This design comes from an exercise in tuning for small area on the open sky130 flow, not from production work. In this exercise RTL edits were held to simulation tests only and were not proved equivalent to the original. Power and IR drop assume default switching activity.

==> flow/design.v (excerpt) <==
module lf_biquad (
    input  wire        clk,
    input  wire        rst,
    input  wire        in_valid,
    output wire        in_ready,
    input  wire [31:0] in_x,
    input  wire        in_clear,
    input  wire        in_bypass,
    input  wire [31:0] b0_m,
    input  wire [5:0]  b0_e,
    input  wire [31:0] b1_m,
    input  wire [5:0]  b1_e,
    input  wire [31:0] b2_m,
    input  wire [5:0]  b2_e,
    input  wire [31:0] a1_m,
    input  wire [5:0]  a1_e,
    input  wire [31:0] a2_m,
    input  wire [5:0]  a2_e,
    output reg         out_valid,
    output wire [31:0] out_y,
    output reg         out_sat
);
clock: 27.0 ns
lec_check: 0
abc_area: 1
cap_margin: 0
core_margin: 2
core_utilization: 40
cts_buf_list: sky130_fd_sc_hd__clkbuf_4 sky130_fd_sc_hd__clkbuf_8
slew_margin: 0
standard.sh (not shown) runs the stock make flow with config.mk's settings and CLKGATE_MAP_FILE= SYNTH_SCRIPT=/design/flow/synth_recipe.tcl, a recipe that flattens the netlist after the stock synthesis.
==> flow/flow/run.sh <==
#!/bin/bash
# Standard layout, with these changes to how it is made:
#  - synthesis runs Yosys's synth with -noabc as well (no early abc -fast before
#    full-adder extraction, so adders keep their polarity);
#  - the final ABC mapping uses flow/abc_area_map.script (amap area-oriented
#    mapping only, no buffering or sizing) instead of ORFS's abc_area.script;
#    everything else in synth_recipe.tcl is unchanged, so the registers are the
#    standard ones;
#  - ports are buffered with sky130_fd_sc_hd__buf_1.
set -euo pipefail
W=$(pwd)
ABC="$W/flow/abc_area_map.script"
sed "s#log_cmd abc {\*}\$abc_args#log_cmd abc {*}[lreplace \$abc_args 1 1 $ABC]#" \
    "$FLOW_HOME/scripts/synth.tcl" > my_orfs_synth.tcl
grep -q "abc_area_map.script" my_orfs_synth.tcl
sed "s#synth -nofsm -noshare#synth -nofsm -noshare -noabc#; s#source \$::env(SCRIPTS_DIR)/synth.tcl#source $W/my_orfs_synth.tcl#" \
    synth_recipe.tcl > my_synth.tcl
grep -q "my_orfs_synth.tcl" my_synth.tcl
sed "s#synth_recipe.tcl#my_synth.tcl#g" standard.sh > my_standard.sh
grep -q my_synth.tcl my_standard.sh
export BUFFER_PORTS_ARGS="-buffer_cell sky130_fd_sc_hd__buf_1"
bash my_standard.sh finish > flow_make.log 2>&1
test -f out/final.def
==> flow/flow/abc_area_map.script <==
strash
dch -f
amap -F 40 -A 40
topo
stime -c
Rerun with:
--- a/flow/flow/run.sh
+++ b/flow/flow/run.sh
@@ -5,3 +5,3 @@
 #  - the final ABC mapping uses flow/abc_area_map.script (amap area-oriented
-#    mapping only, no buffering or sizing) instead of ORFS's abc_area.script;
+#    mapping, then gate sizing, no buffering) instead of ORFS's abc_area.script;
 #    everything else in synth_recipe.tcl is unchanged, so the registers are the
==> flow/flow/abc_area_map.script (replaced) <==
strash
dch -f
amap -F 40 -A 40
topo
stime -c
upsize -c
dnsize -c
- GPL_TIMING_DRIVEN: not set -> 0
With this change the flow reached the layout checks and failed them: max-capacitance violations, max-slew violations.
Global-route usage goes down by 0.49 points.
Area after synthesis climbs by 0.58%.
Total power goes up by 1.8%.
Routed wire length fell by 0.82%.
Synthesized cell count stays the same.
Final area rises by 1.7%.
Setup slack gets worse by 1.6 ns.
Flip-flop and latch count does not change.
Hold slack stays flat.
Rerun with:
- CORE_UTILIZATION: 40 -> 55
The changed run reached the layout checks and failed them: max-capacitance violations, max-slew violations.
Setup slack gains 0.095 ns.
Global-route usage increases by 12 points.
Non-clock buffer count decreases by 4.
Area after synthesis does not change.
Cell area decreases by 1.2%.
Maximum frequency increases by 0.37%.
Power hardly moves.
Worst hold slack gains 0.0031 ns.
Die area decreases by 27%.
Rerun with:
--- a/flow/flow/run.sh
+++ b/flow/flow/run.sh
@@ -5,3 +5,3 @@
 #  - the final ABC mapping uses flow/abc_area_map.script (amap area-oriented
-#    mapping, then gate sizing, no buffering) instead of ORFS's abc_area.script;
+#    mapping, then buffering and sizing) instead of ORFS's abc_area.script;
 #    everything else in synth_recipe.tcl is unchanged, so the registers are the
==> flow/flow/abc_area_map.script (replaced) <==
strash
dch -f
amap -F 40 -A 40
topo
stime -c
buffer -c
upsize -c
dnsize -c
- CAP_MARGIN: 0 -> 20
- CORE_UTILIZATION: 55 -> 40
- CTS_BUF_LIST: sky130_fd_sc_hd__clkbuf_4 sky130_fd_sc_hd__clkbuf_8 -> not set
- GPL_TIMING_DRIVEN: 0 -> not set
- SLEW_MARGIN: 0 -> 20
Effect:
- The new run passed the timing, design-rule and antenna checks
- clock-buffer cell count came out lower by 15
- worst setup slack improved by 2.0 ns
- wire length came out higher by 4.0%

afterwards: timing with drivers on the ports:
How much do the figures lean on ideal ports? The routed layouts below were timed once more, with nothing changed but the port constraints.
Step 1 (the two cells are an assumption about what drives the block):
set clk [get_ports {clk}]
set_driving_cell -lib_cell sky130_fd_sc_hd__clkbuf_16 $clk
set_driving_cell -lib_cell sky130_fd_sc_hd__buf_2 [delete_from_list [all_inputs] $clk]
Step 2 moves the port delays by t, midway between the first and last clock arrival at a register: inputs arrive t later, outputs are due t later. That takes back most of the time a late clock gives input paths.
Three values: ideal, step 1, step 2; two values: the first two.
| run | shift t [ns] | setup slack, ns | worst setup path at the end | latest minus earliest clock arrival (ns) |
|---|---|---|---|---|
| the first run | 0.674 | 2.870 / 2.899 / 2.225 | input to register | 0.032 / 0.032 |
| the second run | 0.659 | 1.268 / 1.292 / 0.633 | input to register | 0.013 / 0.014 |
| the third run | 0.659 | 1.363 / 1.391 / 0.732 | input to register | 0.033 / 0.033 |
| the fourth run | 0.585 | 3.386 / 3.416 / 2.830 | input to register | 0.022 / 0.023 |
The setup slack of the first run, which loses most, moves by +0.029 ns with the drivers and by -0.645 ns with both steps.
